Source: an optimization exercise on an open RTL-to-GDS flow (aim: small area, a short achievable clock period and few clock cycles per item). Production flows keep margins and buffers that such runs may drop. No run shown here included a check of the RTL's function; only the layout flow was run.

--- flow/config.mk ---
export PLATFORM = sky130hd
export DESIGN_NAME = prl_tag_engine
export DESIGN_NICKNAME = prl_tag_engine
export VERILOG_FILES = /design/flow/design.v
export SDC_FILE = /design/flow/constraint.sdc
export NUM_CORES = 8
export LEC_CHECK = 0
export CAP_MARGIN = 20
export CORE_MARGIN = 2
export CORE_UTILIZATION = 25
export CTS_CLUSTER_DIAMETER = 100
export CTS_CLUSTER_SIZE = 20
export PLACE_DENSITY = 0.45
export SETUP_SLACK_MARGIN = 4.8
export SLEW_MARGIN = 20
--- flow/constraint.sdc ---
create_clock -name core_clock -period 8.0 [get_ports {clk}]
set_input_delay 1.6000 -clock core_clock [delete_from_list [all_inputs] [get_ports {clk}]]
set_output_delay 1.6000 -clock core_clock [all_outputs]
set_load 0.01 [all_outputs]
--- flow/design.v ---
module aes_sbox_a (
    input  wire [7:0]  a,
    output wire [14:0] m
);
    wire T1 = a[7] ^ a[4];
    wire T2 = a[7] ^ a[2];
    wire T3 = a[7] ^ a[1];
    wire T4 = a[4] ^ a[2];
    wire T5 = a[3] ^ a[1];
    wire T6 = T1 ^ T5;
    wire T7 = a[6] ^ a[5];
    wire T8 = a[0] ^ T6;
    wire T9 = a[0] ^ T7;
    wire T10 = T6 ^ T7;
    wire T11 = a[6] ^ a[2];
    wire T12 = a[5] ^ a[2];
    wire T13 = T3 ^ T4;
    wire T14 = T6 ^ T11;
    wire T15 = T5 ^ T11;
    wire T16 = T5 ^ T12;
    wire T17 = T9 ^ T16;
    wire T18 = a[4] ^ a[0];
    wire T19 = T7 ^ T18;
    wire T20 = T1 ^ T19;
    wire T21 = a[1] ^ a[0];
    wire T22 = T7 ^ T21;
    wire T23 = T2 ^ T22;
    wire T24 = T2 ^ T10;
    wire T25 = T20 ^ T17;
    wire T26 = T3 ^ T16;
    wire T27 = T1 ^ T12;
    wire M1 = T13 & T6;
    wire M2 = T23 & T8;
    wire M3 = T14 ^ M1;
    wire M4 = T19 & a[0];
    wire M5 = M4 ^ M1;
    wire M6 = T3 & T16;
    wire M7 = T22 & T9;
    wire M8 = T26 ^ M6;
    wire M9 = T20 & T17;
    wire M10 = M9 ^ M6;
    wire M11 = T1 & T15;
    wire M12 = T4 & T27;
    wire M13 = M12 ^ M11;
    wire M14 = T2 & T10;
    wire M15 = M14 ^ M11;
    wire M16 = M3 ^ M2;
    wire M17 = M5 ^ T24;
    wire M18 = M8 ^ M7;
    wire M19 = M10 ^ M15;
    wire M20 = M16 ^ M13;
    wire M21 = M17 ^ M15;
    wire M22 = M18 ^ M13;
    wire M23 = M19 ^ T25;
    wire M24 = M22 ^ M23;
    wire M25 = M22 & M20;
    wire M26 = M21 ^ M25;
    wire M27 = M20 ^ M21;
    wire M28 = M23 ^ M25;
    wire M29 = M28 & M27;
    wire M30 = M26 & M24;
    wire M31 = M20 & M23;
    wire M32 = M27 & M31;
    wire M33 = M27 ^ M25;
    wire M34 = M21 & M22;
    wire M35 = M24 & M34;
    wire M36 = M24 ^ M25;
    wire M37 = M21 ^ M29;
    wire M38 = M32 ^ M33;
    wire M39 = M23 ^ M30;
    wire M40 = M35 ^ M36;
    assign m = {M37, M38, M39, M40, T8, a[7], T22, T12, T27, a[0], T4, T13, T17, T23, T9};
endmodule
module aes_sbox_b (
    input  wire [14:0] m,
    output wire [7:0]  y
);
    wire M37 = m[14];
    wire M38 = m[13];
    wire M39 = m[12];
    wire M40 = m[11];
    wire T8 = m[10];
    wire U0 = m[9];
    wire T22 = m[8];
    wire T12 = m[7];
    wire T27 = m[6];
    wire U7 = m[5];
    wire T4 = m[4];
    wire T13 = m[3];
    wire T17 = m[2];
    wire T23 = m[1];
    wire T9 = m[0];
    wire T1 = T12 ^ T27;
    wire T10 = T8 ^ T9;
    wire T15 = U7 ^ T17;
    wire T16 = T17 ^ T9;
    wire T19 = T13 ^ T23;
    wire T2 = T22 ^ T23;
    wire T20 = U0 ^ T9;
    wire T3 = T4 ^ T13;
    wire T6 = T8 ^ U7;
    wire M41 = M38 ^ M40;
    wire M42 = M37 ^ M39;
    wire M43 = M37 ^ M38;
    wire M44 = M39 ^ M40;
    wire M45 = M42 ^ M41;
    wire M46 = M44 & T6;
    wire M47 = M40 & T8;
    wire M48 = M39 & U7;
    wire M49 = M43 & T16;
    wire M50 = M38 & T9;
    wire M51 = M37 & T17;
    wire M52 = M42 & T15;
    wire M53 = M45 & T27;
    wire M54 = M41 & T10;
    wire M55 = M44 & T13;
    wire M56 = M40 & T23;
    wire M57 = M39 & T19;
    wire M58 = M43 & T3;
    wire M59 = M38 & T22;
    wire M60 = M37 & T20;
    wire M61 = M42 & T1;
    wire M62 = M45 & T4;
    wire M63 = M41 & T2;
    wire L0 = M61 ^ M62;
    wire L1 = M50 ^ M56;
    wire L2 = M46 ^ M48;
    wire L3 = M47 ^ M55;
    wire L4 = M54 ^ M58;
    wire L5 = M49 ^ M61;
    wire L6 = M62 ^ L5;
    wire L7 = M46 ^ L3;
    wire L8 = M51 ^ M59;
    wire L9 = M52 ^ M53;
    wire L10 = M53 ^ L4;
    wire L11 = M60 ^ L2;
    wire L12 = M48 ^ M51;
    wire L13 = M50 ^ L0;
    wire L14 = M52 ^ M61;
    wire L15 = M55 ^ L1;
    wire L16 = M56 ^ L0;
    wire L17 = M57 ^ L1;
    wire L18 = M58 ^ L8;
    wire L19 = M63 ^ L4;
    wire L20 = L0 ^ L1;
    wire L21 = L1 ^ L7;
    wire L22 = L3 ^ L12;
    wire L23 = L18 ^ L2;
    wire L24 = L15 ^ L9;
    wire L25 = L6 ^ L10;
    wire L26 = L7 ^ L9;
    wire L27 = L8 ^ L10;
    wire L28 = L11 ^ L14;
    wire L29 = L11 ^ L17;
    assign y[7] = L6 ^ L24;
    assign y[6] = ~(L16 ^ L26);
    assign y[5] = ~(L19 ^ L28);
    assign y[4] = L6 ^ L21;
    assign y[3] = L20 ^ L22;
    assign y[2] = L25 ^ L29;
    assign y[1] = ~(L13 ^ L27);
    assign y[0] = ~(L6 ^ L23);
endmodule
module aes_sbox (
    input  wire [7:0] a,
    output wire [7:0] y
);
    wire [14:0] m;
    aes_sbox_a u_a (.a(a), .m(m));
    aes_sbox_b u_b (.m(m), .y(y));
endmodule
module aes_round_a (
    input  wire [127:0] state_in,
    output wire [239:0] mid
);
    genvar i;
    generate
        for (i = 0; i < 16; i = i + 1) begin : g_sub
            aes_sbox_a u_sbox (.a(state_in[127 - 8*i -: 8]), .m(mid[239 - 15*i -: 15]));
        end
    endgenerate
endmodule
module aes_round_b (
    input  wire [239:0] mid,
    input  wire [127:0] add_in,
    input  wire         keep,
    output wire [127:0] state_out,
    output wire [127:0] sub_out        
);
    wire [7:0] sb [0:15];
    wire [7:0] sr [0:15];
    genvar i, j;
    generate
        for (i = 0; i < 16; i = i + 1) begin : g_sub
            aes_sbox_b u_sbox (.m(mid[239 - 15*i -: 15]), .y(sb[i]));
        end
    endgenerate
    generate
        for (i = 0; i < 16; i = i + 1) begin : g_shift
            assign sr[i] = sb[(i + 4 * (i % 4)) % 16];
            assign sub_out[127 - 8*i -: 8] = sr[i];
        end
    endgenerate
    generate
        for (i = 0; i < 4; i = i + 1) begin : g_mix
            wire [7:0] a [0:3];
            wire [7:0] p [0:3];
            wire [7:0] v [0:3];
            wire [7:0] b [0:3];
            genvar k;
            for (k = 0; k < 4; k = k + 1) begin : g_byte
                assign a[k] = sr[4*i + k] & {8{keep}};
            end
            for (k = 0; k < 4; k = k + 1) begin : g_col
                assign p[k] = a[k] ^ a[(k + 1) % 4];
                assign v[k] = a[(k + 1) % 4] ^ add_in[127 - 32*i - 8*k -: 8];
                assign b[k][0] = (p[k][7] ^ p[(k + 2) % 4][0]) ^ v[k][0];
                for (j = 1; j < 8; j = j + 1) begin : g_bit
                    if (j == 1 || j == 3 || j == 4) begin : g_r
                        assign b[k][j] = (p[k][j-1] ^ p[(k + 2) % 4][j]) ^ (v[k][j] ^ p[k][7]);
                    end else begin : g_n
                        assign b[k][j] = (p[k][j-1] ^ p[(k + 2) % 4][j]) ^ v[k][j];
                    end
                end
                assign state_out[127 - 32*i - 8*k -: 8] = b[k];
            end
        end
    endgenerate
endmodule
module aes256_key_step_a (
    input  wire [127:0] prev,
    input  wire [127:0] last,
    input  wire         rot_step,
    input  wire [7:0]   rcon,
    output wire [127:0] p,
    output wire [59:0]  mid
);
    wire [31:0] w3  = last[31:0];
    wire [31:0] rot = rot_step ? {w3[23:0], w3[31:24]} : w3;
    aes_sbox_a u_s0 (.a(rot[31:24]), .m(mid[59:45]));
    aes_sbox_a u_s1 (.a(rot[23:16]), .m(mid[44:30]));
    aes_sbox_a u_s2 (.a(rot[15:8]),  .m(mid[29:15]));
    aes_sbox_a u_s3 (.a(rot[7:0]),   .m(mid[14:0]));
    wire [31:0] rc = rot_step ? {rcon, 24'h000000} : 32'h00000000;
    wire [31:0] p0 = prev[127:96] ^ rc;
    wire [31:0] p1 = prev[95:64]  ^ p0;
    wire [31:0] p2 = prev[63:32]  ^ p1;
    wire [31:0] p3 = prev[31:0]   ^ p2;
    assign p = {p0, p1, p2, p3};
endmodule
module aes256_key_step_b (
    input  wire [127:0] p,
    input  wire [59:0]  mid,
    input  wire         load,
    input  wire         gate,
    input  wire [127:0] load_val,
    output wire [127:0] next
);
    wire [31:0] sub;
    aes_sbox_b u_s0 (.m(mid[59:45]), .y(sub[31:24]));
    aes_sbox_b u_s1 (.m(mid[44:30]), .y(sub[23:16]));
    aes_sbox_b u_s2 (.m(mid[29:15]), .y(sub[15:8]));
    aes_sbox_b u_s3 (.m(mid[14:0]),  .y(sub[7:0]));
    wire [127:0] base = load ? load_val : p;
    wire [31:0]  s    = sub & {32{~gate}};
    assign next = {s, s, s, s} ^ base;
endmodule
module prl_tag_engine (
    input  wire         clk,
    input  wire         rst,           
    input  wire         cmd_valid,
    output wire         cmd_ready,
    input  wire [1:0]   cmd_op,        
    input  wire [1:0]   cmd_ksel,      
    input  wire [255:0] cmd_key,       
    input  wire [47:0]  cmd_frame,     
    input  wire [4:0]   cmd_pair,
    input  wire [7:0]   cmd_place,
    input  wire [7:0]   cmd_where,
    input  wire [3:0]   cmd_elem,
    input  wire [11:0]  cmd_obj,
    input  wire [2:0]   cmd_kind,
    input  wire [7:0]   cmd_state,
    output wire         tag_valid,
    input  wire         tag_ready,
    output wire [63:0]  tag,
    output wire         key_a_present,
    output wire         key_b_present
);
    localparam [1:0] OP_TAG   = 2'd0;
    localparam [1:0] OP_LOAD  = 2'd1;
    localparam [1:0] OP_CLEAR = 2'd2;
    localparam integer RUN = 10, PL = 9, SB = 8, OK = 7, PK = 6;
    localparam integer CW = 11;
    reg [255:0] key_a, key_b;
    reg [127:0] l_a, l_b;
    reg         key_a_ok, key_b_ok;
    reg         crdy;          
    reg [1:0]   op_q;          
    reg [1:0]   ksel_q;
    reg [CW-1:0] c_a1, c_a2, c_b1, c_b2;
    reg [127:0] st_a, st_b;
    reg [255:0] kst_a, kst_b;
    reg [239:0] mid_a, mid_b;
    reg [127:0] krk_a, krk_b;
    reg [127:0] kp_a, kp_b;
    reg [59:0]  kmid_a, kmid_b;
    reg         ld;            
    reg         sel;           
    reg         lpend;         
    reg         lpb;
    reg         lst;           
    reg         dl;            
    reg [62:0]  t_q;           
    reg         t_v;
    reg [2:0]   nsq;           
    reg [2:0]   hsq;           
    wire fire    = crdy && cmd_valid;
    wire do_tag  = fire && op_q == OP_TAG;
    wire do_load = fire && op_q == OP_LOAD && !ksel_q[1];
    wire key_wr  = crdy && op_q == OP_LOAD && !ksel_q[1];
    wire do_clr  = fire && op_q == OP_CLEAR;
    wire m_last  = c_b2[RUN] && c_b2[2:0] == 3'd7;
    wire l_wr    = m_last &&  c_b2[PL];
    wire pop     = t_v && tag_ready;
    function has_tag;
        input [CW-1:0] c;
        has_tag = (c[RUN] && c[2:0] == 3'd7 && !c[PL]) || c[PK];
    endfunction
    wire park_in  = has_tag(c_b2) && !c_b2[PK] && !dl;    
    wire park_on  = c_b2[PK] && !dl;                      
    wire [239:0] mid_a_n;
    aes_round_a u_ra1 (.state_in(st_a), .mid(mid_a_n));
    reg [7:0] rcon;
    always @(*) begin
        case (c_a1[2:0])
            3'd1:    rcon = 8'h01;
            3'd2:    rcon = 8'h02;
            3'd3:    rcon = 8'h04;
            3'd4:    rcon = 8'h08;
            3'd5:    rcon = 8'h10;
            3'd6:    rcon = 8'h20;
            3'd7:    rcon = 8'h40;
            default: rcon = 8'h00;
        endcase
    end
    wire [127:0] kp_a_n;
    wire [59:0]  kmid_a_n;
    aes256_key_step_a u_ka1 (
        .prev     (kst_a[255:128]),
        .last     (kst_a[127:0]),
        .rot_step (1'b1),
        .rcon     (rcon),
        .p        (kp_a_n),
        .mid      (kmid_a_n)
    );
    wire [127:0] st_b_n, sub_a_unused;
    aes_round_b u_ra2 (
        .mid       (mid_a),
        .add_in    (krk_a),
        .keep      (1'b1),
        .state_out (st_b_n),
        .sub_out   (sub_a_unused)
    );
    wire [127:0] rk_b_n;
    aes256_key_step_b u_ka2 (
        .p        (kp_a),
        .mid      (kmid_a),
        .load     (1'b0),
        .gate     (1'b0),
        .load_val (128'd0),
        .next     (rk_b_n)
    );
    wire [239:0] mid_b_n;
    aes_round_a u_rb1 (.state_in(st_b), .mid(mid_b_n));
    wire [127:0] kp_b_n;
    wire [59:0]  kmid_b_n;
    aes256_key_step_a u_kb1 (
        .prev     (kst_b[255:128]),
        .last     (kst_b[127:0]),
        .rot_step (1'b0),
        .rcon     (8'h00),
        .p        (kp_b_n),
        .mid      (kmid_b_n)
    );
    wire [255:0] slot_key = sel ? key_b : key_a;
    wire [127:0] slot_l   = sel ? l_b : l_a;
    wire [127:0] cmd_msg = {cmd_frame, 3'b000, cmd_pair, cmd_place, cmd_where,
                            4'h0, cmd_elem, 4'h0, cmd_obj, 5'b00000, cmd_kind,
                            cmd_state, 16'h0000};
    wire [127:0] k1       = {slot_l[126:0], 1'b0} ^ (slot_l[127] ? 128'h87 : 128'h0);
    wire [127:0] msg_k1   = (cmd_msg ^ k1) & {128{ld && !lst}};
    wire [127:0] kst_hi_n = ld ? slot_key[255:128] : krk_b;
    wire [127:0] st_a_n, sub_b;
    aes_round_b u_rb2 (
        .mid       (mid_b),
        .add_in    (kst_hi_n ^ msg_k1),
        .keep      (!ld),
        .state_out (st_a_n),
        .sub_out   (sub_b)
    );
    wire [127:0] fin = sub_b ^ krk_b;
    wire [127:0] rk_a_n;
    aes256_key_step_b u_kb2 (
        .p        (kp_b),
        .mid      (kmid_b),
        .load     (ld || park_in),
        .gate     (ld || park_in || park_on),
        .load_val ({park_in ? fin[127:66] : slot_key[127:66], slot_key[65:0]}),
        .next     (rk_a_n)
    );
    wire slot_ok = !ksel_q[1] && (ksel_q[0] ? key_b_ok : key_a_ok);
    reg [CW-1:0] c_a1_n;
    always @(*) begin
        if (lst)
            c_a1_n = {1'b1, 1'b1, lpb, 1'b0, 1'b0, 3'd0, 3'd1};
        else if (do_tag)
            c_a1_n = {1'b1, 1'b0, ksel_q[0], slot_ok, 1'b0, nsq, 3'd1};
        else if (has_tag(c_b2) && !dl)
            c_a1_n = {1'b0, 1'b0, c_b2[SB], c_b2[OK], 1'b1, c_b2[5:3], 3'd0};
        else if (c_b2[RUN] && !m_last)
            c_a1_n = {c_b2[CW-1:3], c_b2[2:0] + 3'd1};
        else
            c_a1_n = {CW{1'b0}};
    end
    wire       t_v_n = dl || (t_v && !tag_ready);
    wire [2:0] hsq_n = hsq + {2'b00, dl};
    wire dl_n   = has_tag(c_b1) && c_b1[5:3] == hsq_n && !t_v_n;
    wire free_n  = (!c_b1[RUN] && !c_b1[PK]) || dl_n;
    wire ld_n    = free_n;
    wire lpend_n = (lpend && !lst) || do_load;
    wire lpb_n   = do_load ? ksel_q[0] : lpb;
    wire lst_n   = lpend_n && free_n;
    function lbusy;
        input [CW-1:0] c;
        input       s;
        lbusy = c[RUN] && c[PL] && c[SB] == s;
    endfunction
    wire lbusy_a = (lpend_n && !lpb_n) ||
                   lbusy(c_a1_n, 1'b0) || lbusy(c_a1, 1'b0) ||
                   lbusy(c_a2, 1'b0)   || lbusy(c_b1, 1'b0);
    wire lbusy_b = (lpend_n && lpb_n) ||
                   lbusy(c_a1_n, 1'b1) || lbusy(c_a1, 1'b1) ||
                   lbusy(c_a2, 1'b1)   || lbusy(c_b1, 1'b1);
    wire lconf   = (cmd_op == OP_TAG && !cmd_ksel[1] && (cmd_ksel[0] ? lbusy_b : lbusy_a)) ||
                   (cmd_op == OP_LOAD && (lbusy_a || lbusy_b));
    wire [61:0] mac = c_b2[PK] ? kp_b[127:66] : fin[127:66];
    wire [62:0] tin = {c_b2[OK] & c_b2[SB], mac & {62{c_b2[OK]}}};
    always @(posedge clk) begin
        op_q   <= cmd_op;
        ksel_q <= cmd_ksel;
        sel    <= lst_n ? lpb_n : cmd_ksel[0];
        lpb    <= lpb_n;
        mid_a  <= mid_a_n;
        krk_a  <= kst_a[127:0];
        kp_a   <= kp_a_n;
        kmid_a <= kmid_a_n;
        st_b   <= st_b_n;
        kst_b  <= {krk_a, rk_b_n};
        mid_b  <= mid_b_n;
        krk_b  <= kst_b[127:0];
        kp_b   <= {kp_b_n[127:96], c_b1[PK] ? kst_b[223:194] : kp_b_n[95:66], kp_b_n[65:0]};
        kmid_b <= kmid_b_n;
        st_a   <= st_a_n;
        kst_a  <= {kst_hi_n, rk_a_n};
        if (key_wr && !ksel_q[0]) key_a <= cmd_key;
        if (key_wr &&  ksel_q[0]) key_b <= cmd_key;
        if (l_wr && !c_b2[SB]) l_a <= fin;
        if (l_wr &&  c_b2[SB]) l_b <= fin;
        if (dl) t_q <= tin;
        if (rst) begin
            crdy     <= 1'b0;
            key_a_ok <= 1'b0;
            key_b_ok <= 1'b0;
            c_a1     <= {CW{1'b0}};
            c_a2     <= {CW{1'b0}};
            c_b1     <= {CW{1'b0}};
            c_b2     <= {CW{1'b0}};
            ld       <= 1'b1;
            lpend    <= 1'b0;
            lst      <= 1'b0;
            dl       <= 1'b0;
            t_v      <= 1'b0;
            nsq      <= 3'd0;
            hsq      <= 3'd0;
        end else begin
            crdy  <= cmd_valid && !fire && free_n && !lst_n && !lconf;
            lpend <= lpend_n;
            lst   <= lst_n;
            c_a1  <= c_a1_n;
            c_a2  <= c_a1;
            c_b1  <= c_a2;
            c_b2  <= c_b1;
            ld    <= ld_n;
            dl    <= dl_n;
            t_v   <= t_v_n;
            hsq   <= hsq_n;
            if (do_tag) nsq <= nsq + 3'd1;
            if (do_load && !ksel_q[0]) key_a_ok <= 1'b1;
            if (do_load &&  ksel_q[0]) key_b_ok <= 1'b1;
            if (do_clr) begin
                key_a_ok <= 1'b0;
                key_b_ok <= 1'b0;
            end
        end
    end
    assign cmd_ready     = crdy;
    assign tag_valid     = t_v;
    assign tag           = {1'b0, t_q};
    assign key_a_present = key_a_ok;
    assign key_b_present = key_b_ok;
endmodule
--- flow/run.sh ---
#!/bin/bash
# synth_recipe.tcl (not shown) runs the flow's synth.tcl, then flattens the netlist and writes it again
# the make line also repeats each setting of config.mk as NAME=value (left out here)
make -C /OpenROAD-flow-scripts/flow DESIGN_CONFIG=/design/flow/config.mk WORK_HOME=/design/flow/orfs CLKGATE_MAP_FILE= SYNTH_SCRIPT=/design/flow/synth_recipe.tcl finish
==> impl_metrics.csv, run 1 <==
group,metric,value,unit
status,status,"no timing/DRC/antenna violations",
worst_hold_path,hp-start,"kst_b[83]",
timing,slew_headroom,15.27,%
worst_hold_path,hold_path_end,"krk_b[83]",
route,drc,0,
setup_path,cp_max_fo,1,
setup_path,cp.required,6.40,ns
route,drtPass1Iterations,6,
cts,cts_inserted_buffers,173,
route,antenna_left,0,
setup_path,arrival,1.93,ns
cts,cts_root_buf,"clkbuf_16",
setup_path,critPathKind,"flop to primary output",
floorplan,num_io_pins,428,
cts,clk_pin_slew,0.10,ns
timing,setup_viol,0,
synth,yosys_warnings,2,
worst_hold_path,hold_class,"flop to flop",
timing,period_share,44.18,%
setup_path,timing.rr.end,"st_a[99]",
timing,tightestPinTransition,1.236,ns
setup_path,critPathCaptureType,"primary output",
timing,hold_violations,0,
synth,synth_area_per_cell,10.10,um^2
setup_path,r2r_slack,4.74,ns
synth,ys_ff_latch,2759,
route,wl,576000,um
floorplan,dieArea,594900,um^2
layout,nets,15360,
floorplan,die_h,771.3,um
floorplan,core,586100,um^2
global_routing,overflow,0,
synth,syn_inst,14580,
global_routing,antenna_found_initial,38,
cts,cts_buffer_depth,4,
timing,max_freq,283.0,MHz
setup_path,rr_startpoint,"sel",
layout,drive_gt1_share,16.81,%
layout,synthToLayoutAreaGrowth,21.16,%
cts,cts_tree,"built",
route,viasPerCell,4.407,
cts,clk-insertion-delay-late,1.05,ns
placement,place_congestion,0.9434,
synth,synthArstFlopShare,0,%
flow_run,drv_cap,0,
layout,fillers,60140,
floorplan,initial_core_util,25.11,%
route,routedWlPerCell,25.16,um
timing,fin_worst_skew,0.09918,ns
cts,clock-sinks,2759,
synth,synth_edf_count,831,
synth,syn_nets,15020,
synth,synth_cell_types,89,
synth,syn_area,147200,um^2
timing,fin_tns_setup,0,ns
placement,portBuffers,426,
layout,final_common_cell,"xnor2_1",
setup_path,crit_buf_inv,1,
global_routing,grt_max_degree,133,
setup_path,r2r_cells,7,
placement,hpwlAfterDp,458700,um
route,via_count,100900,
setup_path,critPathMaxStageDelay,0.68,ns
worst_hold_path,holdPathStages,0,
setup_path,setup.worst_path.start_class,"flop",
setup_path,cpMaxStageDelayCell,"edfxtp_1",
global_routing,grt_usage,18.64,%
global_routing,grt_pass1_wl,776000,um
timing,grt_setup_unrepaired,"yes",
setup_path,crit_family,"flip-flops",
route,drt_iter0_drc,7861,
setup_path,path_cells,"buf_2",
synth,synthFlopType,"dfxtp_1",
cts,htreeDepth,4,
floorplan,rows,281,
layout,mostFrequentLayoutCells,"xnor2_1 (2852), dfxtp_1 (1575), xor2_1 (1309)",
timing,finalMaxSlewViolations,0,
synth,ys_seq_area_share,43.18,%
floorplan,fp.dieW,771.3,um
timing,whs,0.3021,ns
timing,period_minus_slack,3.534,ns
global_routing,grt_pass1_vias,95480,
-- metal layers --
metal	vias to the layer above	GRT usage (%)	part of all wire, %
met5	-	0	0.0095
met4	8	9.663	6.4
met3	646	2.357	4.7
met2	2329	30.21	46
met1	49550	24.28	43
li1	48370	-	-
-- registers in the layout (all words and copies together), names as in the netlist, 128 cells and up --
| register | flops |
|---|---|
| st_b | 128 |
| kp_a | 128 |
| l_b | 128 |
| l_a | 128 |
| st_a | 128 |
| mid_a | 240 |
| kp_b | 128 |
| mid_b | 240 |
| kst_a | 256 |
| key_b | 256 |
| key_a | 256 |
| kst_b | 256 |
-- worst max-delay path by stage --
stage / slack, ns / cells after the start / startpoint / end
floorplan: 3.07 / 3 / crdy / key_a[0]
finish: 4.47 / 1 / t_q[17] / tag[17]
global placement: 3.58 / 10 / kmid_b[42] / kst_a[116]
global route: 4.49 / 1 / t_q[28] / tag[28]
detailed placement: 3.61 / 10 / kmid_b[42] / kst_a[116]
CTS: 4.47 / 1 / t_q[28] / tag[28]
-- cell usage after synthesis, drive strengths merged (90+ instances only) --
master,n,area (um^2)
nand2b,168,1051
a22oi,127,953.4
mux2,151,1700
mux2i,567,5675
nand3,162,810.8
nor2b,284,1777
xor2,1598,14250
nor3,117,595.6
buf,232,1109
a21oi,566,2851
o21ai,529,2648
clkbuf,540,2032
edfxtp,831,24950
inv,277,1040
dfxtp,1928,38600
nor2,1132,4307
o22ai,90,581.8
xnor2,3564,31950
nand2,888,3333
-- repair_timing --
| action | in CTS | in global routing |
|---|---|---|
| gates cloned | 0 | 1 |
| setup endpoints to repair | 690 | 566 |
| buffers inserted | 121 | 208 |
| gates resized for setup | 1236 | 749 |
| pin swaps | 103 | 150 |
| hold buffers | 0 | 0 |
-- final cells by class --
cell class / instances / area, um^2 / share of cell area [%]
Antenna cell: 66 / 165.2 / 0.09261
Clock buffer: 265 / 4821 / 2.703
Clock inverter: 45 / 584.3 / 0.3277
Inverter: 280 / 1051 / 0.5894
Multi-Input combinational cell: 10770 / 89170 / 50.00
Sequential cell: 2759 / 64290 / 36.05
Tap cell: 7782 / 9737 / 5.460
Timing Repair Buffer: 932 / 8517 / 4.776
-- kinds of logic (layout without fill, tap and decap cells) --
family,count (synthesis),after routing,share of synthesized area [%]
compound gates,1778,1778,7.414
xor+xnor,5175,5176,31.60
mux,718,718,5.011
buf+inv,1052,1522,2.848
simple gates,3007,3007,9.214
other cells,1,67,0.002548
flops,2759,2759,43.18
fa+ha+maj,87,87,0.7362
-- per-stage QoR --
stage	setup slack (ns)	area (um^2)	std cells	util, %
finish	4.466	178300	22900	30.43
global route	4.492	178300	22880	30.42
CTS	4.475	171800	22620	29.31
detailed placement	3.608	159900	22190	27.29
global placement	3.584	159900	22190	27.28
floorplan	3.070	147200	14580	-
==> inputs of run 2 (changes only) <==
--- a/flow/config.mk
+++ b/flow/config.mk
@@ -11,5 +11,5 @@
 export CTS_CLUSTER_DIAMETER = 100
 export CTS_CLUSTER_SIZE = 20
 export PLACE_DENSITY = 0.45
-export SETUP_SLACK_MARGIN = 4.8
+export SETUP_SLACK_MARGIN = 4.7
 export SLEW_MARGIN = 20
==> impl_metrics.csv, run 2 <==
group,metric,value,unit
synth,muxShareOfSynthArea,5.011,%
synth,synth_fa_ha_area_share,0.7362,%
synth,yosys_warnings,2,
cts,cts_inserted_buffers,173,
cts,htreeDepth,4,
synth,synth-xor-area-share,31.60,%
timing,hold_violations,0,
synth,syn_nets,15020,
floorplan,rows,281,
flow_run,drv_cap,0,
global_routing,grt_usage,18.52,%
route,via_count,100400,
route,drtPass1Iterations,6,
floorplan,dieArea,594900,um^2
floorplan,core,586100,um^2
setup_path,crit_family,"flip-flops",
global_routing,grt_pass1_vias,94770,
timing,max_freq,294.4,MHz
synth,netlist_top_cells_area,"dfxtp_1 (26%), xnor2_1 (21%), edfxtp_1 (17%)",
layout,mostFrequentLayoutCells,"xnor2_1 (2960), dfxtp_1 (1632), xor2_1 (1347)",
global_routing,antenna_found_initial,67,
global_routing,overflow,0,
synth,synth_edf_count,831,
synth,yosysMostFrequentCell,"xnor2_1",
synth,synthArstFlopShare,0,%
synth,yosys.area.top_type,"dfxtp_1",
synth,syn_inst,14580,
timing,finalMaxSlewViolations,0,
setup_path,crit_buf_inv,1,
worst_hold_path,hp-start,"kst_b[75]",
layout,final_common_cell,"xnor2_1",
timing,setup_viol,0,
cts,clock-sinks,2759,
cts,cts_buffer_depth,4,
layout,drive_gt1_share,14.58,%
cts,clk_pin_slew,0.09,ns
synth,synth_area_per_cell,10.10,um^2
route,viasPerCell,4.404,
setup_path,cp.required,6.40,ns
worst_hold_path,hold_path_end,"krk_b[75]",
worst_hold_path,hold_class,"flop to flop",
timing,fin_worst_skew,0.1222,ns
timing,grt_setup_unrepaired,"yes",
setup_path,critPathCaptureType,"primary output",
worst_hold_path,holdPathStages,0,
synth,synthTopCellsByCount,"xnor2_1 (3470), dfxtp_1 (1928), xor2_1 (1567)",
floorplan,die_h,771.3,um
floorplan,num_io_pins,428,
setup_path,critPathMaxStageDelay,0.58,ns
placement,place_congestion,0.9457,
setup_path,cp_max_fo,1,
route,drt_iter0_drc,7982,
route,drc,0,
global_routing,grt_max_degree,112,
setup_path,timing.rr.end,"st_a[84]",
floorplan,initial_core_util,25.11,%
setup_path,cpMaxStageDelayCell,"edfxtp_1",
timing,fin_tns_setup,0,ns
floorplan,fp.dieW,771.3,um
placement,dp_cells,22190,
synth,syn_area,147200,um^2
synth,ys_ff_latch,2759,
cts,cts_root_buf,"clkbuf_16",
layout,fin_cells,22800,
synth,synthDominantCellAreaShare,26.22,%
setup_path,rr_startpoint,"sel",
route,wl,573700,um
setup_path,arrival,1.80,ns
setup_path,path_cells,"buf_6",
status,status,"no timing/DRC/antenna violations",
cts,cts_tree,"built",
timing,period_minus_slack,3.396,ns
setup_path,setup.worst_path.start_class,"flop",
setup_path,r2r_slack,4.65,ns
synth,ys_seq_area_share,43.18,%
cts,clk-insertion-delay-late,1.01,ns
synth,synth_top_family_by_area,"XOR/XNOR gates",
setup_path,r2r_cells,8,
placement,hpwlAfterDp,456000,um
timing,period_share,42.45,%
route,antenna_left,0,
layout,synthToLayoutAreaGrowth,19.15,%
synth,synthFlopType,"dfxtp_1",
synth,synth_cell_types,89,
timing,tightestPinTransition,1.272,ns
route,routedWlPerCell,25.16,um
synth,synth_compound_area_share,7.414,%
layout,fillers,60580,
placement,portBuffers,426,
timing,slew_headroom,14.61,%
setup_path,critPathKind,"flop to primary output",
layout,nets,15280,
global_routing,grt_pass1_wl,771800,um
synth,synthSimpleGateAreaFrac,9.214,%
==> run 2: changes by cell type in the layout (fill, tap and decap cells not counted), sizes merged, moves of 2 or more <==
cell           before  now
buf               574  458
clkdlybuf4s15       0   25
diode              66   62
dlygate4sd2         0    4
clkinv             21   18
bufinv              4    2
==> run 2: worst max-delay path by stage <==
stage	to	cells after the start	start	slack (ns)
floorplan	key_a[0]	3	crdy	3.07
global placement	st_a[83]	11	mid_b[193]	3.78
detailed placement	kst_a[66]	10	mid_b[193]	3.83
CTS	tag[28]	1	t_q[28]	4.47
global route	mid_b[221]	9	st_b[118]	4.53
finish	tag[2]	1	t_q[2]	4.60
==> run 2: area by class of cell <==
class,count,area [um^2],area share (%)
multi-input combinational,10770,87100,49.66
clock buffer,264,4892,2.790
clock inverter,40,466.7,0.2661
timing repair buffer,848,7866,4.485
inverter,280,1052,0.6000
tap,7782,9737,5.552
sequential,2759,64110,36.55
antenna,62,155.1,0.08847
==> run 2: through the flow <==
stage	setup slack, ns	hold WS, ns	utilization, %	cell area [um^2]
global route	4.534	0.2772	29.91	175300
detailed placement	3.828	0.3121	27.29	159900
floorplan	3.070	0.3096	-	147200
CTS	4.472	0.2790	29.04	170200
finish	4.604	0.2789	29.92	175400
global placement	3.776	0.3095	27.28	159900
==> run 2: logic make-up after synthesis <==
| logic type | count (synthesis) |
|---|---|
| adder cells (fa/ha/maj) | 87 |
| buffers and inverters | 1052 |
| AO/OA/AOI/OAI | 1778 |
| XOR/XNOR | 5175 |
| multiplexers | 718 |
| other | 1 |
| AND/OR/NAND/NOR | 3007 |
| flip-flops | 2759 |
==> run 2: timing repair <==
action / CTS / global route
resized for setup: 928 / 607
setup buffers: 88 / 154
endpoints found under the setup margin: 669 / 472
gates cloned: 2 / 1
pin swaps: 66 / 101
hold buffers: 0 / 0
==> run 2: layer usage <==
layer / track usage, % / share of wire (%) / vias to the layer above / wire length, um
met2: 30.23 / 46 / 2373 / 264300
met4: 9.031 / 5.9 / 14 / 33650
met5: 0 / 0.013 / - / 76
li1: - / - / 48220 / -
met3: 1.927 / 4.2 / 607 / 24200
met1: 24.41 / 44 / 49200 / 251500
==> inputs of run 3 (changes only) <==
--- a/flow/design.v
+++ b/flow/design.v
@@ -241,12 +241,12 @@
     aes_sbox_a u_s1 (.a(rot[23:16]), .m(mid[44:30]));
     aes_sbox_a u_s2 (.a(rot[15:8]),  .m(mid[29:15]));
     aes_sbox_a u_s3 (.a(rot[7:0]),   .m(mid[14:0]));
-    wire [31:0] rc = rot_step ? {rcon, 24'h000000} : 32'h00000000;
-    wire [31:0] p0 = prev[127:96] ^ rc;
-    wire [31:0] p1 = prev[95:64]  ^ p0;
-    wire [31:0] p2 = prev[63:32]  ^ p1;
-    wire [31:0] p3 = prev[31:0]   ^ p2;
-    assign p = {p0, p1, p2, p3};
+    wire [31:0] rc  = rot_step ? {rcon, 24'h000000} : 32'h00000000;
+    wire [31:0] w0  = prev[127:96];
+    wire [31:0] w01 = w0 ^ prev[95:64];
+    wire [31:0] w02 = w01 ^ prev[63:32];
+    wire [31:0] w03 = w01 ^ (prev[63:32] ^ prev[31:0]);
+    assign p = {w0 ^ rc, w01 ^ rc, w02 ^ rc, w03 ^ rc};
 endmodule
 module aes256_key_step_b (
     input  wire [127:0] p,
@@ -312,6 +312,7 @@
     reg         lst;           
     reg         dl;            
     reg [62:0]  t_q;           
+    reg [62:0]  t_r;           
     reg         t_v;
     reg [2:0]   nsq;           
     reg [2:0]   hsq;           
@@ -467,7 +468,8 @@
         if (key_wr &&  ksel_q[0]) key_b <= cmd_key;
         if (l_wr && !c_b2[SB]) l_a <= fin;
         if (l_wr &&  c_b2[SB]) l_b <= fin;
-        if (dl) t_q <= tin;
+        t_q <= dl ? tin : t_r;
+        t_r <= dl ? tin : t_q;
         if (rst) begin
             crdy     <= 1'b0;
             key_a_ok <= 1'b0;
==> flow/flow/run.sh (new file) <==
#!/bin/bash
set -euo pipefail
bash standard.sh "BUFFER_PORTS_ARGS=-buffer_cell sky130_fd_sc_hd__buf_1" "RECOVER_POWER=100" finish > flow_make.log 2>&1
==> flow/standard.sh (new file) <==
#!/bin/bash
# synth_recipe.tcl (not shown) runs the flow's synth.tcl, then flattens the netlist and writes it again
# the make line also repeats each setting of config.mk as NAME=value (left out here)
make -C /OpenROAD-flow-scripts/flow DESIGN_CONFIG=/design/flow/config.mk WORK_HOME=/design/flow/orfs CLKGATE_MAP_FILE= SYNTH_SCRIPT=/design/flow/synth_recipe.tcl "${@:-finish}"
--- a/flow/config.mk
+++ b/flow/config.mk
@@ -11,5 +11,5 @@
 export CTS_CLUSTER_DIAMETER = 100
 export CTS_CLUSTER_SIZE = 20
 export PLACE_DENSITY = 0.45
-export SETUP_SLACK_MARGIN = 4.7
+export SETUP_SLACK_MARGIN = 4.8
 export SLEW_MARGIN = 20
removed: flow/run.sh
==> impl_metrics.csv, run 3 <==
group,metric,value,unit
cts,cts_buffer_depth,4,
placement,pre_cts_slack,3.775,ns
layout,mostFrequentLayoutCells,"xnor2_1 (3031), dfxtp_1 (1845), xor2_1 (1432)",
floorplan,fp.dieW,770.4,um
placement,place_congestion,0.9264,
synth,syn_inst,14320,
synth,synth_edf_count,768,
timing,fin_worst_skew,0.09934,ns
global_routing,grt_pass1_wl,765200,um
setup_path,cp.depth,7,
layout,nets,15210,
global_routing,grt_max_degree,97,
synth,synth_cell_types,108,
setup_path,cpMaxStageDelayCell,"clkbuf_1",
placement,hpwlAfterDp,458100,um
setup_path,crit_buf_inv,2,
route,drt_iter0_drc,7553,
layout,regArea,64600,um^2
cts,clock-sinks,2822,
synth,yosys_warnings,2,
placement,placed_cell_area,157200,um^2
floorplan,die_h,770.4,um
synth,synthTopCellsByCount,"xnor2_1 (3292), dfxtp_1 (2054), xor2_1 (1536)",
synth,syn_area,146800,um^2
floorplan,num_io_pins,428,
cts,cts_root_buf,"clkbuf_16",
timing,period_minus_slack,5.546,ns
setup_path,setup.worst_path.start_class,"flop",
cts,htreeDepth,4,
synth,ys_seq_area_share,43.71,%
setup_path,r2r_cells,7,
layout,final_common_cell,"xnor2_1",
layout,fillers,61410,
timing,fin_tns_setup,0,ns
flow_run,drv_cap,41,
status,so_faults,"capacitance limit, slew limit",
floorplan,rows,281,
setup_path,critPathMaxStageDelay,2.07,ns
global_routing,antenna_found_initial,68,
setup_path,path_cells,"clkbuf_1 -> buf_6 -> nor2_1 -> a21oi_1 -> xnor2_1 -> xnor2_1 -> xnor2_1",
synth,yosysMostFrequentCell,"xnor2_1",
timing,grt_setup_unrepaired,"yes",
cts,cts_inserted_buffers,177,
worst_hold_path,holdPathStages,0,
layout,synthToLayoutAreaGrowth,15.49,%
route,viasPerCell,4.349,
synth,ys_ff_latch,2822,
timing,setup_viol,0,
layout,fin_area,169600,um^2
timing,slew_headroom,-148.8,%
setup_path,cpMostUsedCell,"xnor2_1",
setup_path,crit_family,"buffers and inverters",
route,wl,569900,um
synth,synth_area_per_cell,10.25,um^2
layout,multi_input_area,82650,um^2
synth,netlist_top_cells_area,"dfxtp_1 (28%), xnor2_1 (20%), edfxtp_1 (16%)",
layout,fin_cells,22700,
route,routedWlPerCell,25.10,um
setup_path,cp_max_fo,60,
placement,portBuffers,426,
global_routing,overflow,0,
synth,synthDominantCellAreaShare,28.00,%
synth,synthFlopType,"dfxtp_1",
cts,cts_tree,"built",
cts,clk_pin_slew,0.09,ns
layout,drive_gt1_share,10.64,%
placement,dp_cells,22000,
route,antenna_left,0,
setup_path,critPathKind,"flop to flop",
route,drc,0,
worst_hold_path,hold_class,"flop to flop",
timing,fin_ws,2.454,ns
global_routing,grt_pass1_vias,94210,
status,status,"failed layout checks",
layout,final_core_util,28.97,%
cts,hold_buffers,0,
setup_path,arrival,6.42,ns
route,drtPass1Iterations,8,
synth,yosys.area.top_type,"dfxtp_1",
setup_path,cp.required,8.87,ns
route,via_count,98720,
timing,hold_violations,0,
timing,period_share,69.33,%
setup_path,critPathCaptureType,"flop",
floorplan,initial_core_util,25.08,%
global_routing,grt_usage,18.44,%
cts,clk-insertion-delay-late,1.00,ns
synth,synthArstFlopShare,0,%
timing,tightestPinTransition,3.732,ns
timing,finalMaxSlewViolations,600,
timing,max_freq,180.3,MHz
floorplan,dieArea,593500,um^2
floorplan,core,585400,um^2
timing,whs,0.2927,ns
synth,syn_nets,14770,
## run 3: kinds of logic (layout without fill, tap and decap cells)
kind of cell / Yosys count / after routing / synth area share (%)
buffers and inverters: 1131 / 1700 / 3.106
other: 1 / 28 / 0.002554
xor gates and xnor gates: 5066 / 5066 / 32.00
muxes: 656 / 656 / 4.576
adders and majority gates: 86 / 86 / 0.7311
DFF: 2822 / 2822 / 43.71
AOI/OAI and AO/OA: 1884 / 1884 / 7.806
and+or+nand+nor: 2677 / 2677 / 8.068
## run 3: cell type report
| cell class | count | area share, % |
|---|---|---|
| clock buffer | 257 | 2.813 |
| clock inverter | 50 | 0.3490 |
| sequential | 2822 | 38.09 |
| tap | 7782 | 5.741 |
| multi-input combinational | 10370 | 48.74 |
| timing repair buffer | 978 | 3.307 |
| antenna | 27 | 0.03984 |
| inverter | 415 | 0.9200 |
## run 3: timing repair
item | CTS | global route
pin swaps | 114 | 158
endpoints found under the setup margin | 713 | 483
gates resized for setup | 959 | 668
setup buffers | 148 | 220
## run 3: worst paths after layout
path,from,endpoint,slack [ns]
max,ld,st_a[127],2.45
min,kst_b[67],krk_b[67],0.29
max reg2reg,ld,st_a[127],2.45
min reg2reg,kst_b[67],krk_b[67],0.29
## run 3: metal layers
layer	vias to the layer above	track usage (%)	routed length (um)
met5	-	0	193
met4	32	9.192	36190
met3	682	2.330	26480
met2	2145	30.66	264100
met1	48150	23.53	242900
li1	47720	-	-
==> inputs of run 4 (changes only) <==
--- a/flow/design.v
+++ b/flow/design.v
@@ -311,6 +311,9 @@
     reg         lpb;
     reg         lst;           
     reg         dl;            
+    reg         park_in;       
+    reg         park_on;       
+    reg [7:0]   rcon;          
     reg [62:0]  t_q;           
     reg [62:0]  t_r;           
     reg         t_v;
@@ -328,23 +331,8 @@
         input [CW-1:0] c;
         has_tag = (c[RUN] && c[2:0] == 3'd7 && !c[PL]) || c[PK];
     endfunction
-    wire park_in  = has_tag(c_b2) && !c_b2[PK] && !dl;    
-    wire park_on  = c_b2[PK] && !dl;                      
     wire [239:0] mid_a_n;
     aes_round_a u_ra1 (.state_in(st_a), .mid(mid_a_n));
-    reg [7:0] rcon;
-    always @(*) begin
-        case (c_a1[2:0])
-            3'd1:    rcon = 8'h01;
-            3'd2:    rcon = 8'h02;
-            3'd3:    rcon = 8'h04;
-            3'd4:    rcon = 8'h08;
-            3'd5:    rcon = 8'h10;
-            3'd6:    rcon = 8'h20;
-            3'd7:    rcon = 8'h40;
-            default: rcon = 8'h00;
-        endcase
-    end
     wire [127:0] kp_a_n;
     wire [59:0]  kmid_a_n;
     aes256_key_step_a u_ka1 (
@@ -427,6 +415,21 @@
     wire       t_v_n = dl || (t_v && !tag_ready);
     wire [2:0] hsq_n = hsq + {2'b00, dl};
     wire dl_n   = has_tag(c_b1) && c_b1[5:3] == hsq_n && !t_v_n;
+    wire park_in_n = has_tag(c_b1) && !c_b1[PK] && !dl_n;
+    wire park_on_n = c_b1[PK] && !dl_n;
+    reg [7:0] rcon_n;
+    always @(*) begin
+        case (c_a1_n[2:0])
+            3'd1:    rcon_n = 8'h01;
+            3'd2:    rcon_n = 8'h02;
+            3'd3:    rcon_n = 8'h04;
+            3'd4:    rcon_n = 8'h08;
+            3'd5:    rcon_n = 8'h10;
+            3'd6:    rcon_n = 8'h20;
+            3'd7:    rcon_n = 8'h40;
+            default: rcon_n = 8'h00;
+        endcase
+    end
     wire free_n  = (!c_b1[RUN] && !c_b1[PK]) || dl_n;
     wire ld_n    = free_n;
     wire lpend_n = (lpend && !lst) || do_load;
@@ -482,6 +485,9 @@
             lpend    <= 1'b0;
             lst      <= 1'b0;
             dl       <= 1'b0;
+            park_in  <= 1'b0;
+            park_on  <= 1'b0;
+            rcon     <= 8'h00;
             t_v      <= 1'b0;
             nsq      <= 3'd0;
             hsq      <= 3'd0;
@@ -495,6 +501,9 @@
             c_b2  <= c_b1;
             ld    <= ld_n;
             dl    <= dl_n;
+            park_in <= park_in_n;
+            park_on <= park_on_n;
+            rcon  <= rcon_n;
             t_v   <= t_v_n;
             hsq   <= hsq_n;
             if (do_tag) nsq <= nsq + 3'd1;
==> flow/flow/run.sh (replaced) <==
#!/bin/bash
set -euo pipefail
bash standard.sh "BUFFER_PORTS_ARGS=-buffer_cell sky130_fd_sc_hd__buf_1" finish > flow_make.log 2>&1
==> impl_metrics.csv, run 4 <==
group,metric,value,unit
timing,setup_viol,0,
timing,grt_setup_unrepaired,"yes",
placement,hpwlAfterDp,471500,um
synth,syn_nets,15860,
setup_path,arrival,4.06,ns
route,antenna_left,0,
layout,fillers,63070,
timing,fin_ws,4.726,ns
global_routing,antenna_found_initial,54,
synth,syn_inst,15410,
timing,hold_violations,0,
layout,drive_gt1_share,17.05,%
synth,synth-xor-area-share,30.92,%
placement,pre_cts_slack,3.562,ns
timing,slew_headroom,10.32,%
floorplan,die_h,786.8,um
synth,yosys_warnings,2,
cts,clock-sinks,2831,
global_routing,grt_usage,18.19,%
layout,nets,16160,
floorplan,num_io_pins,428,
synth,synth_edf_count,768,
setup_path,critPathKind,"flop to flop",
timing,max_freq,305.5,MHz
placement,place_congestion,0.9385,
cts,cts_tree,"built",
route,viasPerCell,4.486,
synth,netlist_top_cells_area,"dfxtp_1 (27%), xnor2_1 (19%), edfxtp_1 (15%)",
cts,cts_inserted_buffers,174,
placement,dp_cells,23230,
cts,htreeDepth,4,
setup_path,setup.worst_path.start_class,"flop",
synth,synth_cell_types,101,
route,drc,0,
status,status,"no timing/DRC/antenna violations",
floorplan,initial_core_util,25.08,%
timing,period_minus_slack,3.274,ns
global_routing,overflow,0,
floorplan,rows,287,
layout,mostFrequentLayoutCells,"xnor2_1 (2806), dfxtp_1 (1619), xor2_1 (1213)",
timing,tightestPinTransition,1.308,ns
setup_path,cp.required,8.78,ns
route,via_count,107500,
synth,synthArstFlopShare,0,%
synth,synthFlopType,"dfxtp_1",
synth,yosysMostFrequentCell,"xnor2_1",
synth,yosys.area.top_type,"dfxtp_1",
timing,period_share,40.92,%
cts,hold_buffers,0,
cts,clk-insertion-delay-late,0.97,ns
synth,synth_top_family_by_area,"XOR/XNOR gates",
timing,whs,0.3028,ns
synth,synth_area_per_cell,9.940,um^2
cts,cts_buffer_depth,4,
synth,synth_fa_ha_area_share,0.6943,%
floorplan,core,610800,um^2
cts,cts_root_buf,"clkbuf_16",
layout,fin_cells,23960,
layout,final_common_cell,"xnor2_1",
synth,synthSimpleGateAreaFrac,8.816,%
route,drtPass1Iterations,8,
floorplan,dieArea,619000,um^2
route,routedWlPerCell,24.64,um
global_routing,grt_pass1_wl,801200,um
timing,finalMaxSlewViolations,0,
flow_run,drv_cap,0,
synth,ys_ff_latch,2831,
global_routing,grt_pass1_vias,100600,
floorplan,fp.dieW,786.8,um
route,drt_iter0_drc,8553,
synth,syn_area,153200,um^2
synth,ys_seq_area_share,42.02,%
layout,synthToLayoutAreaGrowth,19.56,%
placement,portBuffers,426,
setup_path,cp_max_fo,5,
worst_hold_path,hold_class,"flop to flop",
timing,fin_worst_skew,0.09181,ns
synth,muxShareOfSynthArea,4.696,%
route,wl,590400,um
global_routing,grt_max_degree,132,
synth,synthTopCellsByCount,"xnor2_1 (3356), dfxtp_1 (2063), xor2_1 (1554)",
cts,clk_pin_slew,0.09,ns
setup_path,critPathCaptureType,"flop",
synth,synthDominantCellAreaShare,26.96,%
synth,synth_compound_area_share,9.445,%
run 4: layer usage:
| metal | vias to the layer above | track usage, % | share of wire, % |
|---|---|---|---|
| li1 | 51500 | - | - |
| met4 | 10 | 8.628 | 6.0 |
| met1 | 52860 | 23.45 | 43 |
| met2 | 2462 | 30.42 | 47 |
| met5 | - | 0 | 0.010 |
| met3 | 639 | 1.977 | 4.3 |
run 4: cell families after synthesis:
kind of cell,after synthesis
xor gates and xnor gates,5122
and+or+nand+nor,3008
DFF,2831
AOI/OAI and AO/OA,2335
buffers and inverters,1328
muxes,701
adders and majority gates,85
other,1
run 4: cell type report:
type                            count  area (um^2)  share of cell area, %
Tap cell                         8092        10120                  5.528
Inverter                          456         1718                 0.9380
Antenna cell                       25        62.56                0.03416
Clock inverter                     34        457.9                 0.2500
Clock buffer                      264         4743                  2.590
Sequential cell                  2831        65360                  35.68
Multi-Input combinational cell  11250        93940                  51.29
Timing Repair Buffer             1003         6755                  3.688
run 4: path summary, 6_finish.rpt:
kind | from | end | slack, ns | cells after the start
worst max-delay path | mid_b[224] | st_a[17] | 4.73 | 13
worst min-delay path | kst_a[112] | krk_a[112] | 0.30 | 0
worst max register to register | mid_b[224] | st_a[17] | 4.73 | 13
worst min register to register | kst_a[112] | krk_a[112] | 0.30 | 0
run 4: metrics by stage:
| step | utilization, % | TNS, ns | cell area [um^2] |
|---|---|---|---|
| 6_report | 29.98 | 0 | 183200 |
| 5_1_grt | 29.98 | 0 | 183100 |
| 2_1_floorplan | - | -255.46 | 153200 |
| 3_5_place_dp | 26.73 | 0 | 163300 |
| 4_1_cts | 28.89 | 0 | 176400 |
| 3_3_place_gp | 26.72 | 0 | 163200 |
run 4: repair_timing:
action                      CTS  global route
resized for setup          1223           780
buffers inserted            181           227
gates cloned                  0             1
pin swaps                   132           159
setup endpoints to repair   827           476
run 4: worst max-delay path, stage by stage, from the launching register on:
cell and delay (ns):
dfxtp_4 0.40, mux2_4 0.32, a221oi_4 0.28, xnor2_2 0.11
xnor2_2 0.14, buf_4 0.14, xor3_2 0.49, buf_6 0.16
xnor3_2 0.33, buf_4 0.15, xnor3_1 0.22, xnor2_1 0.15
nor2_1 0.08, xnor2_1 0.14
==> inputs of run 5 (changes only) <==
--- a/flow/config.mk
+++ b/flow/config.mk
@@ -11,5 +11,5 @@
 export CTS_CLUSTER_DIAMETER = 100
 export CTS_CLUSTER_SIZE = 20
 export PLACE_DENSITY = 0.45
-export SETUP_SLACK_MARGIN = 4.8
+export SETUP_SLACK_MARGIN = 4.9
 export SLEW_MARGIN = 20
==> impl_metrics.csv, run 5 <==
group,metric,value,unit
setup_path,cp.required,8.85,ns
cts,htreeDepth,4,
cts,cts_buffer_depth,4,
cts,cts_inserted_buffers,174,
setup_path,setup.worst_path.start_class,"flop",
route,routedWlPerCell,24.61,um
worst_hold_path,hold_class,"flop to flop",
timing,grt_setup_unrepaired,"yes",
status,status,"no timing/DRC/antenna violations",
timing,period_minus_slack,3.224,ns
synth,synth_fa_ha_area_share,0.6943,%
placement,hpwlAfterDp,471500,um
global_routing,grt_pass1_wl,804200,um
synth,yosys_warnings,2,
floorplan,initial_core_util,25.08,%
worst_hold_path,holdPathStages,0,
timing,hold_violations,0,
synth,synthFlopType,"dfxtp_1",
layout,mostFrequentLayoutCells,"xnor2_1 (2691), dfxtp_1 (1501), xor2_1 (1155)",
synth,syn_nets,15860,
synth,synthArstFlopShare,0,%
cts,clk_pin_slew,0.10,ns
synth,syn_area,153200,um^2
floorplan,rows,287,
route,drt_iter0_drc,8786,
synth,netlist_top_cells_area,"dfxtp_1 (27%), xnor2_1 (19%), edfxtp_1 (15%)",
placement,portBuffers,426,
synth,ys_ff_latch,2831,
placement,placed_cell_area,163300,um^2
cts,cts_tree,"built",
synth,muxShareOfSynthArea,4.696,%
global_routing,grt_max_degree,132,
floorplan,core,610800,um^2
setup_path,critPathCaptureType,"flop",
route,wl,596200,um
cts,hold_buffers,0,
worst_hold_path,hp-start,"kst_a[108]",
synth,synth_area_per_cell,9.940,um^2
synth,synthDominantCellAreaShare,26.96,%
timing,setup_viol,0,
floorplan,dieArea,619000,um^2
layout,drive_gt1_share,20.76,%
synth,synth_edf_count,768,
layout,nets,16430,
setup_path,cp_max_fo,53,
setup_path,critPathKind,"flop to flop",
placement,place_congestion,0.9385,
layout,synthToLayoutAreaGrowth,23.27,%
global_routing,overflow,0,
setup_path,r2r_cells,7,
flow_run,drv_cap,0,
layout,final_core_util,30.92,%
layout,fin_area,188800,um^2
timing,slew_headroom,21.73,%
global_routing,grt_pass1_vias,101400,
cts,cts_root_buf,"clkbuf_16",
synth,syn_inst,15410,
timing,tightestPinTransition,1.141,ns
setup_path,r2r_slack,4.78,ns
route,drtPass1Iterations,6,
timing,finalMaxSlewViolations,0,
synth,synthTopCellsByCount,"xnor2_1 (3356), dfxtp_1 (2063), xor2_1 (1554)",
worst_hold_path,hold_path_end,"krk_a[108]",
floorplan,die_h,786.8,um
route,viasPerCell,4.489,
synth,yosysMostFrequentCell,"xnor2_1",
cts,clock-sinks,2831,
synth,synth_compound_area_share,9.445,%
setup_path,timing.rr.end,"st_a[75]",
timing,fin_tns_setup,0,ns
setup_path,rr_startpoint,"sel",
synth,synth-xor-area-share,30.92,%
cts,clk-insertion-delay-late,0.98,ns
synth,synth_cell_types,101,
floorplan,num_io_pins,428,
timing,fin_worst_skew,0.09167,ns
synth,ys_seq_area_share,42.02,%
synth,synth_top_family_by_area,"XOR/XNOR gates",
route,antenna_left,0,
timing,max_freq,310.2,MHz
floorplan,fp.dieW,786.8,um
layout,final_common_cell,"xnor2_1",
global_routing,grt_usage,18.28,%
route,drc,0,
timing,period_share,40.30,%
synth,yosys.area.top_type,"dfxtp_1",
synth,synthSimpleGateAreaFrac,8.816,%
route,via_count,108700,
setup_path,arrival,4.08,ns
global_routing,antenna_found_initial,56,
-- run 5: cell count changes in the layout (fill, tap and decap cells not counted), moves of 36 or more --
| cell | before | now |
|---|---|---|
| buf_4 | 506 | 707 |
| buf_6 | 35 | 94 |
| dfxtp_1 | 1619 | 1501 |
| dfxtp_2 | 269 | 318 |
| dfxtp_4 | 175 | 244 |
| xnor2_1 | 2806 | 2691 |
| xnor2_2 | 472 | 551 |
| xnor2_4 | 133 | 169 |
| xor2_1 | 1213 | 1155 |
| xor2_4 | 117 | 168 |
-- run 5: layout make-up --
cell class                      instances  area, um^2
Antenna cell                           25       62.56
Fill cell                           62560      422000
Sequential cell                      2831       65680
Timing Repair Buffer                 1265        9494
Clock buffer                          264        4743
Inverter                              456        1723
Multi-Input combinational cell      11250       96550
Clock inverter                         34       457.9
Tap cell                             8092       10120
-- run 5: worst max-delay path by stage --
stage | from | end | slack [ns] | cells after the start
after global placement | mid_b[193] | st_a[76] | 3.56 | 9
final | sel | st_a[75] | 4.78 | 7
after detailed placement | mid_b[193] | st_a[87] | 3.56 | 9
after floorplan | ksel_q[0] | key_a[0] | -1.0 | 1
after CTS | mid_b[194] | st_a[90] | 4.74 | 9
after global routing | mid_b[224] | st_a[20] | 4.69 | 15
-- run 5: timing repair --
action                                   CTS  global route
setup buffers                            280           390
resized for setup                       1749           917
cloned                                     0             3
endpoints found under the setup margin   967           562
pin swaps                                230           267
-- run 5: cell families (layout without fill, tap and decap cells) --
| family | Yosys count | in the layout |
|---|---|---|
| xor+xnor | 5122 | 5122 |
| simple gates | 3008 | 3010 |
| flops | 2831 | 2831 |
| compound gates | 2335 | 2335 |
| buf+inv | 1328 | 2019 |
| mux | 701 | 701 |
| fa+ha+maj | 85 | 85 |
| other cells | 1 | 26 |
-- run 5: per-stage QoR --
stage,hold slack (ns),setup WS (ns),cells
floorplan,0.3096,-0.9979,15410
global placement,0.3096,3.558,23220
detailed placement,0.3121,3.562,23230
CTS,0.2860,4.736,23800
global route,0.2994,4.693,24200
finish,0.3009,4.776,24220
-- run 5: routing by layer --
layer	vias to the layer above	routed length [um]	GRT usage (%)
li1	52000	-	-
met1	53370	250900	23.37
met2	2647	274900	29.99
met3	716	29170	2.203
met4	8	41160	10.07
met5	-	50	0
-- run 5: critical path, cell delays in order, from the launching register on --
cell and delay [ns]:
dfxtp_4 0.41, buf_12 0.16, buf_12 0.33, mux2i_1 0.94, a21oi_1 0.25, xnor2_1 0.59, xnor2_1 0.16, xnor2_1 0.16

==> port drivers added, routing unchanged <==
In the flow no input, the clock included, has a driving cell. The finished layouts below were timed again as built, in two steps. Step 1 assumes that a clkbuf_16 drives the clock port and a buf_2 every other input. Step 2 times the ports against the registers' clock, not the clock port: input delays grow and output delays shrink by t, the midpoint of the rising clock arrivals with the driver on. Three values: ideal, step 1, step 2; two values: the first two.
run | t (ns) | slack for setup (ns) | worst setup path at the end | clock arrival spread, ns | worst data-port slew with drivers (ns)
run 1 | 1.101 | 4.466 / 4.357 / 3.919 | input to register | 0.110 / 0.110 | 0.21
run 2 | 1.071 | 4.604 / 4.478 / 3.927 | input to register | 0.127 / 0.127 | 0.20
run 3 | 1.088 | 2.454 / 2.454 / 2.454 | register to register | 0.106 / 0.106 | 0.13
run 4 | 1.062 | 4.726 / 4.706 / 4.134 | input to register | 0.095 / 0.095 | 0.25
run 5 | 1.065 | 4.776 / 4.703 / 4.144 | input to register | 0.098 / 0.097 | 0.25
For run 2, which loses most, drivers alone change the setup slack by -0.126 ns; drivers and shift together by -0.677 ns.
